Source: an optimization exercise on an open RTL-to-GDS flow (aim: small area and few clock cycles). Production flows keep margins and buffers that such runs may drop.
In this exercise RTL edits were held to simulation tests only and were not proved equivalent to the original.
No activity file was given, so power comes from the tool's default toggle rates.

==> flow/design.v (outline; a module is shown in full before it is edited, if it fits) <==
// module tdc_fa: 9 lines
// module tdc_ha: 8 lines
// module tdc_pp3: 11 lines
// module tdc_cmp: 8 lines
// module tdc_add: 14 lines
// module tdc_inc: 11 lines
// module tdc_geu: 12 lines
// module tdc_dstep: 15 lines
// module tdc_mul: 1145 lines
// module tdc_calc: 217 lines
module tdc_calc (
    input  wire        clk,
    input  wire        rst,           
    input  wire        cmd_valid,
    output wire        cmd_ready,
    input  wire [1:0]  cmd_op,        
    input  wire [23:0] cmd_s1,        
    input  wire [23:0] cmd_s2,        
    input  wire [31:0] cmd_r,         
    input  wire [20:0] cmd_k_start,   
    input  wire [20:0] cmd_k_stop,    
    output reg         cal_done,
    output reg         cal_pass,
    output wire [31:0] gain,
    output wire [15:0] offset,
    output wire [31:0] m1,
    output wire [31:0] m2,
    output reg         res_done,
    output wire [47:0] value,
    output wire [31:0] vmin,
    output wire [31:0] vmax,
    output wire        order_rev,
    output wire        below_res,
    output wire [15:0] shots,
    output wire [15:0] rev
);
  // ...
==> flow/run.sh <==
#!/bin/bash
# synth_recipe.tcl (not shown) runs the flow's synth.tcl, then flattens the netlist and writes it again
# the make line also repeats each setting of config.mk as NAME=value (left out here)
make -C /OpenROAD-flow-scripts/flow DESIGN_CONFIG=/design/flow/config.mk WORK_HOME=/design/flow/orfs CLKGATE_MAP_FILE= SYNTH_SCRIPT=/design/flow/synth_recipe.tcl finish
==> flow/config.mk <==
export PLATFORM = sky130hd
export DESIGN_NAME = tdc_calc
export DESIGN_NICKNAME = tdc_calc
export VERILOG_FILES = /design/flow/design.v
export SDC_FILE = /design/flow/constraint.sdc
export NUM_CORES = 4
export LEC_CHECK = 0
export CAP_MARGIN = 20
export CELL_PAD_IN_SITES_DETAIL_PLACEMENT = 2
export CELL_PAD_IN_SITES_GLOBAL_PLACEMENT = 2
export CORE_MARGIN = 2
export CORE_UTILIZATION = 30
export CTS_BUF_LIST = sky130_fd_sc_hd__clkbuf_8
export CTS_CLUSTER_DIAMETER = 60
export CTS_CLUSTER_SIZE = 15
export SLEW_MARGIN = 20
export SYNTH_HIERARCHICAL = 1
export SYNTH_MINIMUM_KEEP_SIZE = 0
==> flow/constraint.sdc <==
create_clock -name core_clock -period 30.0 [get_ports {clk}]
set_input_delay 6.0000 -clock core_clock [delete_from_list [all_inputs] [get_ports {clk}]]
set_output_delay 6.0000 -clock core_clock [all_outputs]
set_load 0.01 [all_outputs]
==> flow_metrics.env, run 1 <==
export IMPL_status="timing/DRC/antenna clean"
export IMPL_largest_reg_flops=57
export IMPL_tapCellCount=1650
export IMPL_peakVddDrop_v=0.000147
export IMPL_core_area_um2=125000
export IMPL_cp_end_kind="flip-flop"
export IMPL_min_period_over_period=0.863
export IMPL_dp_hpwl_mm=130
export IMPL_setup_violations=0
export IMPL_fin_cells=5480
export IMPL_io_pins=389
export IMPL_vias=33500
export IMPL_startpoint_type="flip-flop"
export IMPL_holdWs_ns=0.471
export IMPL_nets=4806
export IMPL_die_area_um2=129000
export IMPL_drtAntennaViolNets=0
export IMPL_grt_setup_unrepaired="false"
export IMPL_fin_tns_setup_ns=0
export IMPL_path_delay_family="adder cells"
export IMPL_antenna_found_initial=12
export IMPL_start_util=0.302
export IMPL_top_register="acc"
export IMPL_critPathMostFrequentCell="fa_1"
export IMPL_nonClkBufAreaFrac=0.104
export IMPL_rrSetupSlack_ns=4.12
Testbench counts, summed over its fixed seeds: cycles 30,203.
==> run 2: changes to the inputs <==
--- a/flow/design.v
+++ b/flow/design.v
@@ -1213,27 +1213,27 @@
     wire t1035, t1036;
     assign t1035 = ~rn[29];
     assign t1036 = rn[29];
     wire t1037, t1038;
     assign t1037 = ~rn[30];
     assign t1038 = rn[30];
     wire [62:0] an = {1'b0, ~rn[31], t1037, t1035, t1033, t1031, t1029, t1027, t1025, t1023, t1021, t1019, t1017, t1015, t1013, t1011, t1009, t1007, t1005, t1003, t1001, t999, t997, t995, t993, t991, t989, t987, t985, t983, t981, t979, t977, t975, t973, t971, t969, t967, t965, t963, t961, t959, t957, t955, t953, t951, t949, t947, t945, t943, t941, t939, t937, t935, t933, t931, t929, t927, t925, t923, t921, pn0[1], pn0[0]};
     wire [62:0] bn = {1'b1, t1038, t1036, t1034, t1032, t1030, t1028, t1026, t1024, t1022, t1020, t1018, t1016, t1014, t1012, t1010, t1008, t1006, t1004, t1002, t1000, t998, t996, t994, t992, t990, t988, t986, t984, t982, t980, t978, t976, t974, t972, t970, t968, t966, t964, t962, t960, t958, t956, t954, t952, t950, t948, t946, t944, t942, t940, t938, t936, t934, t932, t930, t928, t926, t924, t922, ~rc[2], ~rc[1], ~rc[0]};
-    wire [32:0] cl;                   
+    wire [44:0] cl;                   
     assign cl[0] = 1'b1;
     wire [62:0] wn;
-    tdc_fa u_lo [31:0] (.a(an[31:0]), .b(bn[31:0]), .c(cl[31:0]), .s(wn[31:0]), .co(cl[32:1]));
-    wire [62:32] h0, h1;
-    wire [63:32] c0, c1;
-    assign c0[32] = 1'b1;               
-    assign c1[32] = 1'b0;               
-    tdc_fa u_h0 [62:32] (.a(an[62:32]), .b(bn[62:32]), .c(c0[62:32]), .s(h0), .co(c0[63:33]));
-    tdc_fa u_h1 [62:32] (.a(an[62:32]), .b(bn[62:32]), .c(c1[62:32]), .s(h1), .co(c1[63:33]));
-    assign wn[62:32] = cl[32] ? h0 : h1;
+    tdc_fa u_lo [43:0] (.a(an[43:0]), .b(bn[43:0]), .c(cl[43:0]), .s(wn[43:0]), .co(cl[44:1]));
+    wire [62:44] h0, h1;
+    wire [63:44] c0, c1;
+    assign c0[44] = 1'b1;               
+    assign c1[44] = 1'b0;               
+    tdc_fa u_h0 [62:44] (.a(an[62:44]), .b(bn[62:44]), .c(c0[62:44]), .s(h0), .co(c0[63:45]));
+    tdc_fa u_h1 [62:44] (.a(an[62:44]), .b(bn[62:44]), .c(c1[62:44]), .s(h1), .co(c1[63:45]));
+    assign wn[62:44] = cl[44] ? h0 : h1;
     assign w = ~wn;
 endmodule
 module tdc_calc (
     input  wire        clk,
     input  wire        rst,           
     input  wire        cmd_valid,
     output wire        cmd_ready,
     input  wire [1:0]  cmd_op,        
--- a/flow/config.mk
+++ b/flow/config.mk
@@ -6,13 +6,13 @@
 export NUM_CORES = 4
 export LEC_CHECK = 0
 export CAP_MARGIN = 20
 export CELL_PAD_IN_SITES_DETAIL_PLACEMENT = 2
 export CELL_PAD_IN_SITES_GLOBAL_PLACEMENT = 2
 export CORE_MARGIN = 2
 export CORE_UTILIZATION = 30
 export CTS_BUF_LIST = sky130_fd_sc_hd__clkbuf_8
-export CTS_CLUSTER_DIAMETER = 60
-export CTS_CLUSTER_SIZE = 15
+export CTS_CLUSTER_DIAMETER = 50
+export CTS_CLUSTER_SIZE = 20
 export SLEW_MARGIN = 20
 export SYNTH_HIERARCHICAL = 1
 export SYNTH_MINIMUM_KEEP_SIZE = 0
==> run 2 against run 1 <==
Net effect: still clean; non-clock buffer count rose by 6; via count rose by 0.91%; register-to-register slack better by 0.05 ns; sequential power is 1% higher; fmax decreased by 3.5%; sequential share of layout area about the same; worst hold slack better by 0.0017 ns; routed wire length grew 3.9%; final area rose by 0.19%; critical path depth decreased by 9; synthesized cell count shrank 0.41%.
==> flow_metrics.env, run 2 <==
export IMPL_antenna_found_initial=3
export IMPL_min_period_over_period=0.894
export IMPL_worst_slew_margin_rel=0.377
export IMPL_clock_sinks=298
export IMPL_die_y_um=358
export IMPL_hold_class="reg -> reg"
export IMPL_cap_violations=0
export IMPL_drtAntennaViolNets=0
export IMPL_worstPathRequired_ns=30.59
export IMPL_fin_skew_ns=0.0600
export IMPL_dp_hpwl_mm=137
export IMPL_rows=129
export IMPL_grt_usage=0.287
export IMPL_io_pins=389
export IMPL_setup_ws_ns=3.17
export IMPL_detail_route_vias_per_cell=6.16
export IMPL_multiInputGateArea_um2=29800
export IMPL_clock_path_buffers=3
export IMPL_cts_hold_buffers=0
export IMPL_final_cell_mix="715 x fa_1, 436 x a222oi_1, 347 x clkdlybuf4s50_1, 289 x dfxtp_1, 248 x nand2_1"
export IMPL_grt_pass1_wl_mm=269
export IMPL_start_util=0.303
export IMPL_port_buffers=348
export IMPL_synthCells=3402
export IMPL_leakage_uw=0.0150
export IMPL_area_sequential_um2=6030
export IMPL_cts_root_buf="clkbuf_8"
export IMPL_path_class="in -> reg"
export IMPL_avgRoutedWirePerCell_um=34.2
export IMPL_max_freq_ghz=0.0373
export IMPL_avgSynthCellArea_um2=11.0
export IMPL_die_area_um2=128000
export IMPL_grt_setup_unrepaired="false"
export IMPL_fin_tns_setup_ns=0
export IMPL_peakVddDrop_v=0.000195
export IMPL_final_common_cell="fa_1"
export IMPL_grt_pass1_vias=36700
export IMPL_cp_slowest_cell="nor2b_4"
export IMPL_place_ws_ns=2.22
export IMPL_nets=4802
export IMPL_drive_gt1_frac=0.0992
export IMPL_largest_reg_flops=57
export IMPL_vias=33800
export IMPL_fillCellCount=13300
export IMPL_synth_yosys_warnings=7
export IMPL_startpoint_type="primary input"
export IMPL_worst_pin_slew_ns=0.934
export IMPL_critical_path_max_fanout=29
export IMPL_synthToLayoutAreaGrowth_pct=19.0
export IMPL_worstPathArrival_ns=27.42
export IMPL_layout_min_cycle_time_ns=26.83
export IMPL_insertion_delay_ns=0.69
export IMPL_path_clk_slew_ns=0.08
export IMPL_maxSlewViolCount=0
export IMPL_setup_violations=0
export IMPL_core_area_um2=124000
export IMPL_status="timing/DRC/antenna clean"
export IMPL_cts_resized_gates=0
export IMPL_critPathMostFrequentCell="fa_1"
export IMPL_top_register="acc"
export IMPL_htreeDepth=2
export IMPL_first_pass_iters=17
export IMPL_drt_iter0_markers=5691
export IMPL_hold_viol_final=0
export IMPL_netlist_area_um2=37500
export IMPL_drt_wl_total_mm=188
export IMPL_post_cts_buffers=0
export IMPL_route_detailed_drc=0
export IMPL_cts_tree="built"
export IMPL_cts_made_buffers=50
export IMPL_overflow=0
export IMPL_cp_end_kind="flip-flop"
export IMPL_die_width_um=358
export IMPL_power_density_nw_per_um2=101
export IMPL_routabilityCongestion=0.915
export IMPL_reg_largest_list="acc: 57 flops, vq: 41 flops"
export IMPL_max_stage_delay_ns=0.68
export IMPL_grt_max_degree=66
[run 2: area by class of cell]
cell class / instances / share of cell area
Inverter: 240 / 0.0202
Tap cell: 1637 / 0.0458
Clock inverter: 43 / 0.0103
Antenna cell: 2 / 0.000112
Sequential cell: 298 / 0.135
Clock buffer: 51 / 0.0157
Multi-Input combinational cell: 2711 / 0.668
Timing Repair Buffer: 508 / 0.105
[run 2: final timing paths]
| kind | from | to | slack (ns) | cells after the start |
|---|---|---|---|---|
| setup / recovery | cmd_r[1] | ob | 3.17 | 56 |
| hold / removal | m2q[0] | m2q[0] | 0.47 | 2 |
| setup reg to reg | state[0] | acc[56] | 4.17 | 64 |
| hold reg to reg | m2q[0] | m2q[0] | 0.47 | 2 |
[run 2: metal layers]
layer | global-route usage | up-vias | part of all wire | wire length (um)
li1 | - | 13500 | - | -
met1 | 0.364 | 17800 | 0.39 | 74000
met2 | 0.455 | 2067 | 0.45 | 84900
met3 | 0.0759 | 488 | 0.097 | 18200
met4 | 0.139 | 0 | 0.057 | 10700
met5 | 0.00148 | - | 0 | 0
[run 2: critical path, delay by kind of cell]
family,cells,cell delay [ns]
AO/OA/AOI/OAI,3,0.76
multiplexers,1,0.25
adder cells (fa/ha/maj),44,17.98
AND/OR/NAND/NOR,6,1.60
buffers and inverters,2,0.79
[run 2: stage by stage]
stage / instance area, um2 / total power, uW / util / hold slack [ns] / instances
floorplan: 37900 / 2950 / - / 0.443 / 3487
global placement: 43500 / 3910 / 0.351 / 0.453 / 5393
detailed placement: 43500 / 4020 / 0.351 / 0.466 / 5394
CTS: 44700 / 4540 / 0.360 / 0.477 / 5488
global route: 44700 / 4900 / 0.360 / 0.500 / 5489
finish: 44700 / 4500 / 0.360 / 0.473 / 5490
[run 2: power breakdown]
group	internal [uW]	total [uW]	switching (uW)
registers	500	639	139
logic	1500	3420	1920
clock network	223	441	218
Testbench counts of run 2, summed over its fixed seeds: cycles 30,203.
==> run 3: changes to the inputs <==
--- a/flow/config.mk
+++ b/flow/config.mk
@@ -12,6 +12,6 @@
 export CORE_UTILIZATION = 30
 export CTS_BUF_LIST = sky130_fd_sc_hd__clkbuf_8
-export CTS_CLUSTER_DIAMETER = 50
-export CTS_CLUSTER_SIZE = 20
+export CTS_CLUSTER_DIAMETER = 60
+export CTS_CLUSTER_SIZE = 15
 export SLEW_MARGIN = 20
 export SYNTH_HIERARCHICAL = 1
==> run 3 against run 2 <==
Net effect: still clean on timing, DRC and antenna; sequential cell count unchanged; total power decreased by 1.3%; register-to-register slack better by 0.07 ns; sequential share of layout area is 0.058 points higher; synthesized area unchanged; first-iteration DRC count fell by 1.0%; final area fell by 0.43%; fmax barely moved; count of clock-buffer cells in the layout down 9; highest routed layer is now met5.
==> flow_metrics.env, run 3 <==
export IMPL_fin_skew_ns=0.0550
export IMPL_die_y_um=358
export IMPL_r2r_end="acc[49]"
export IMPL_grt_usage=0.287
export IMPL_vias=33900
export IMPL_insertion_delay_ns=0.68
export IMPL_worst_slew_margin_rel=0.379
export IMPL_layout_min_cycle_time_ns=26.80
export IMPL_htreeDepth=2
export IMPL_fin_tns_setup_ns=0
export IMPL_grt_max_degree=66
export IMPL_die_width_um=358
export IMPL_critPathMostFrequentCell="fa_1"
export IMPL_drt_wl_total_mm=188
export IMPL_worstPathRequired_ns=30.61
export IMPL_grt_pass1_wl_mm=269
export IMPL_path_class="in -> reg"
export IMPL_critical_path_max_fanout=29
export IMPL_cts_hold_buffers=0
export IMPL_final_cell_mix="715 x fa_1, 436 x a222oi_1, 347 x clkdlybuf4s50_1, 289 x dfxtp_1, 248 x nand2_1"
export IMPL_worstPathArrival_ns=27.41
export IMPL_cts_tree="built"
export IMPL_cp_slowest_cell="nor2b_4"
export IMPL_antenna_found_initial=4
export IMPL_drtAntennaViolNets=0
export IMPL_cap_violations=0
export IMPL_reg_largest_list="acc: 57 flops, vq: 41 flops"
export IMPL_avgSynthCellArea_um2=11.0
export IMPL_start_util=0.303
export IMPL_status="timing/DRC/antenna clean"
export IMPL_hold_end="m1q[8]"
export IMPL_power_uw=4440
export IMPL_synthCells=3402
export IMPL_die_area_um2=128000
export IMPL_clock_path_buffers=3
export IMPL_hold_viol_final=0
export IMPL_rr_worst_depth=64
export IMPL_hold_class="reg -> reg"
export IMPL_peakVddDrop_v=0.000193
export IMPL_synth_yosys_warnings=7
export IMPL_power_density_nw_per_um2=99.8
export IMPL_detail_route_vias_per_cell=6.19
export IMPL_startpoint_type="primary input"
export IMPL_cts_resized_gates=0
export IMPL_netlist_area_um2=37500
export IMPL_final_common_cell="fa_1"
export IMPL_overflow=0
export IMPL_min_delay_start="m1q[8]"
export IMPL_path_clk_slew_ns=0.09
export IMPL_hold_depth=2
export IMPL_drt_iter0_markers=5632
export IMPL_setup_violations=0
export IMPL_grt_setup_unrepaired="false"
export IMPL_dp_hpwl_mm=137
export IMPL_post_cts_buffers=0
export IMPL_largest_reg_flops=57
export IMPL_leakage_uw=0.0149
export IMPL_synthToLayoutAreaGrowth_pct=18.5
export IMPL_clock_sinks=298
export IMPL_cts_root_buf="clkbuf_8"
export IMPL_route_detailed_drc=0
export IMPL_maxSlewViolCount=0
export IMPL_core_area_um2=124000
export IMPL_port_buffers=348
export IMPL_routabilityCongestion=0.915
export IMPL_worst_pin_slew_ns=0.932
export IMPL_grt_pass1_vias=36700
export IMPL_cp_end_kind="flip-flop"
export IMPL_drive_gt1_frac=0.0968
export IMPL_avgRoutedWirePerCell_um=34.3
export IMPL_rrSetupSlack_ns=4.24
export IMPL_max_stage_delay_ns=0.69
export IMPL_max_freq_ghz=0.0373
export IMPL_r2r_start="state[0]"
export IMPL_top_register="acc"
export IMPL_rows=129
export IMPL_cts_made_buffers=41
export IMPL_nets=4793
export IMPL_first_pass_iters=19
export IMPL_min_period_over_period=0.893
export IMPL_io_pins=389
-- run 3: how the worst max path moves through the flow --
stage,slack (ns),from,to
6_report,3.20,cmd_r[1],ob
5_1_grt,2.48,cmd_r[1],ob
4_1_cts,2.94,cmd_r[1],ob
3_5_place_dp,2.22,cmd_r[1],ob
3_3_place_gp,2.68,cmd_r[1],ob
2_1_floorplan,4.46,cmd_r[1],ob
-- run 3: stage by stage --
stage	cell area, um2	instances	utilization	hold slack (ns)	setup WS, ns
6_report	44500	5472	0.359	0.476	3.20
4_1_cts	44500	5470	0.359	0.479	2.94
3_3_place_gp	43500	5393	0.351	0.453	2.68
5_1_grt	44500	5471	0.359	0.501	2.48
3_5_place_dp	43500	5394	0.351	0.466	2.22
2_1_floorplan	37900	3487	-	0.443	4.46
-- run 3: layout make-up --
class,count,area [um2]
Tap cell,1637,2050
Multi-Input combinational cell,2711,29800
Sequential cell,298,6030
Clock buffer,42,578
Timing Repair Buffer,508,4690
Clock inverter,34,393
Fill cell,13300,79500
Inverter,240,901
Antenna cell,2,5.00
-- run 3: critical path, delay by kind of cell --
family | cells | cell delay [ns]
AND/OR/NAND/NOR | 6 | 1.59
adder cells (fa/ha/maj) | 44 | 17.95
multiplexers | 1 | 0.25
AO/OA/AOI/OAI | 3 | 0.76
buffers and inverters | 2 | 0.80
-- run 3: metal layers --
| metal | GRT usage | routed length, um | vias to the layer above |
|---|---|---|---|
| met5 | 0.00148 | 23 | - |
| met4 | 0.134 | 10500 | 2 |
| met3 | 0.0749 | 18000 | 475 |
| met2 | 0.456 | 84800 | 2098 |
| met1 | 0.364 | 74300 | 17800 |
| li1 | - | - | 13500 |
-- run 3: report_power, final --
group / internal [uW] / switching [uW]
sequential: 500 / 139
combinational: 1500 / 1910
clock: 174 / 219
total: 2170 / 2270
==> run 4: changes to the inputs <==
--- a/flow/config.mk
+++ b/flow/config.mk
@@ -7,6 +7,6 @@
 export LEC_CHECK = 0
 export CAP_MARGIN = 20
-export CELL_PAD_IN_SITES_DETAIL_PLACEMENT = 2
-export CELL_PAD_IN_SITES_GLOBAL_PLACEMENT = 2
+export CELL_PAD_IN_SITES_DETAIL_PLACEMENT = 3
+export CELL_PAD_IN_SITES_GLOBAL_PLACEMENT = 3
 export CORE_MARGIN = 2
 export CORE_UTILIZATION = 30
==> run 4 against run 3 <==
Net effect: still clean; sequential cell count is the same; total power is 3.8% higher; final cell count is 0.35% higher; worst hold slack better by 0.0015 ns; final area grew 0.26%; fmax grew 0.92%; critical endpoint is now acc[49]; largest cell class unchanged.
==> flow_metrics.env, run 4 <==
export IMPL_status="timing/DRC/antenna clean"
export IMPL_setup_violations=0
export IMPL_grt_max_degree=80
export IMPL_cts_root_buf="clkbuf_8"
export IMPL_met1_usage=0.398
export IMPL_avgSynthCellArea_um2=11.0
export IMPL_first_pass_iters=12
export IMPL_clock_sinks=298
export IMPL_worstPathArrival_ns=27.09
export IMPL_grt_pass1_wl_mm=293
export IMPL_max_freq_ghz=0.0377
export IMPL_drtAntennaViolNets=0
export IMPL_clock_path_buffers=3
export IMPL_setup_ws_ns=3.44
export IMPL_startpoint_type="flip-flop"
export IMPL_cts_made_buffers=45
export IMPL_synth_yosys_warnings=7
export IMPL_place_ws_ns=3.11
export IMPL_htreeDepth=2
export IMPL_post_cts_buffers=0
export IMPL_port_buffers=348
export IMPL_grt_pass1_vias=38700
export IMPL_routabilityCongestion=0.929
export IMPL_worstPathRequired_ns=30.53
export IMPL_netlist_area_um2=37500
export IMPL_hold_viol_final=0
export IMPL_hold_class="reg -> reg"
export IMPL_synthToLayoutAreaGrowth_pct=18.8
export IMPL_peakVddDrop_v=0.000130
export IMPL_cts_tree="built"
export IMPL_path_clk_slew_ns=0.10
export IMPL_nets=4803
export IMPL_die_width_um=358
export IMPL_use_met2=0.516
export IMPL_start_util=0.303
export IMPL_antenna_found_initial=7
export IMPL_core_area_um2=124000
export IMPL_critical_path_max_fanout=78
export IMPL_max_stage_delay_ns=0.83
export IMPL_fin_tns_setup_ns=0
export IMPL_worst_pin_slew_ns=1.12
export IMPL_fillCellCount=14400
export IMPL_insertion_delay_ns=0.70
export IMPL_cts_hold_buffers=0
export IMPL_fin_util=0.360
export IMPL_top_register="acc"
export IMPL_fin_skew_ns=0.0749
export IMPL_grt_setup_unrepaired="false"
export IMPL_die_area_um2=128000
export IMPL_route_detailed_drc=0
export IMPL_avgRoutedWirePerCell_um=37.3
export IMPL_cp_slowest_cell="nand2_2"
export IMPL_grt_busiest_layer="met2"
export IMPL_io_pins=389
export IMPL_maxSlewViolCount=0
export IMPL_final_common_cell="fa_1"
export IMPL_worst_slew_margin_rel=0.248
export IMPL_detail_route_vias_per_cell=6.23
export IMPL_min_period_over_period=0.885
export IMPL_dp_hpwl_mm=150
export IMPL_rows=129
export IMPL_use_met3=0.0560
export IMPL_final_cell_mix="715 x fa_1, 436 x a222oi_1, 347 x clkdlybuf4s50_1, 289 x dfxtp_1, 248 x nand2_1"
export IMPL_grt_usage=0.315
export IMPL_drt_wl_total_mm=205
export IMPL_synthCells=3402
export IMPL_drt_iter0_markers=4967
export IMPL_leakage_uw=0.0149
export IMPL_die_y_um=358
export IMPL_overflow=0
export IMPL_cap_violations=0
export IMPL_power_density_nw_per_um2=103
export IMPL_reg_largest_list="acc: 57 flops, vq: 41 flops"
export IMPL_drive_gt1_frac=0.0993
export IMPL_vias=34200
export IMPL_layout_min_cycle_time_ns=26.56
export IMPL_cts_resized_gates=0
export IMPL_path_class="reg -> reg"
export IMPL_critPathMostFrequentCell="fa_1"
export IMPL_cp_end_kind="flip-flop"
export IMPL_largest_reg_flops=57
## run 4: power by group
| group | internal [uW] | total [uW] | leakage [uW] | switching (uW) |
|---|---|---|---|---|
| Sequential | 500 | 647 | 0.00246 | 148 |
| Clock | 186 | 408 | 0.000519 | 221 |
| Combinational | 1540 | 3550 | 0.0119 | 2020 |
| Total | 2220 | 4610 | 0.0149 | 2390 |
## run 4: cell type report
cell class	instances	area, um2	share of cell area
clock inverters	36	385	0.00864
well taps	1637	2050	0.0459
repair buffers	514	4730	0.106
inverters	240	901	0.0202
clock buffers	47	647	0.0145
flip-flops and latches	298	6030	0.135
diodes	8	20.0	0.000449
multi-input cells	2711	29800	0.669
## run 4: final timing paths
check	startpoint	to	slack, ns	depth (start not counted)
max	state[2]	acc[49]	3.44	65
min	m2q[8]	m2q[8]	0.48	2
max reg2reg	state[2]	acc[49]	3.44	65
min reg2reg	m2q[8]	m2q[8]	0.48	2
## run 4: layer usage
layer / wire, um / vias to the layer above
met4: 12200 / 2
met2: 96200 / 1957
met3: 15100 / 456
met1: 81100 / 18300
li1: - / 13500
met5: 13 / -
## run 4: worst max-delay path: cells and delay by family, from the launching register on
| kind | cells | cell delay (ns) |
|---|---|---|
| adders and majority gates | 57 | 23.15 |
| xor gates and xnor gates | 1 | 0.19 |
| and+or+nand+nor | 3 | 1.11 |
| buffers and inverters | 2 | 1.09 |
| AOI/OAI and AO/OA | 2 | 0.31 |
| DFF | 1 | 0.52 |
## run 4: metrics by stage
step | instance area [um2] | power [uW] | std cells | hold slack, ns
after floorplan | 37900 | 2950 | 3487 | 0.443
after global placement | 43600 | 3940 | 5400 | 0.456
after detailed placement | 43600 | 4200 | 5400 | 0.471
after CTS | 44600 | 4690 | 5483 | 0.482
after global routing | 44600 | 5050 | 5488 | 0.499
final | 44600 | 4610 | 5491 | 0.477

## re-timing with driven ports
The results above use ideal ports. As a check the final layouts listed here were re-extracted and re-timed, cells and wires unchanged. Step 1: set_driving_cell puts a clkbuf_16 on clk and a buf_2 on each other input, an assumption about the parent block. Step 2, shift: input delay + t, output delay - t, t = (earliest + latest rising clock arrival at the registers) / 2. This alone moves slack from input paths to output paths. Slacks: no drivers / after step 1 / after step 2; pairs: no drivers / after step 1.
run	t, ns	slack for setup (ns)	worst hold slack (ns)	worst setup path after step 2	pins driven straight from the clock port
run 1	0.685	4.116 / 4.116 / 4.116	0.471 / 0.471 / 0.471	register to register	1
run 2	0.715	3.172 / 3.194 / 2.480	0.473 / 0.473 / 0.473	input to register	1
run 3	0.706	3.197 / 3.216 / 2.511	0.476 / 0.476 / 0.476	input to register	1
run 4	0.720	3.442 / 3.442 / 3.112	0.477 / 0.477 / 0.477	input to register	1
After both steps setup and hold are still met in every run listed. The setup slack of run 2, which loses most, moves by +0.022 ns with the drivers and by -0.692 ns with both steps.
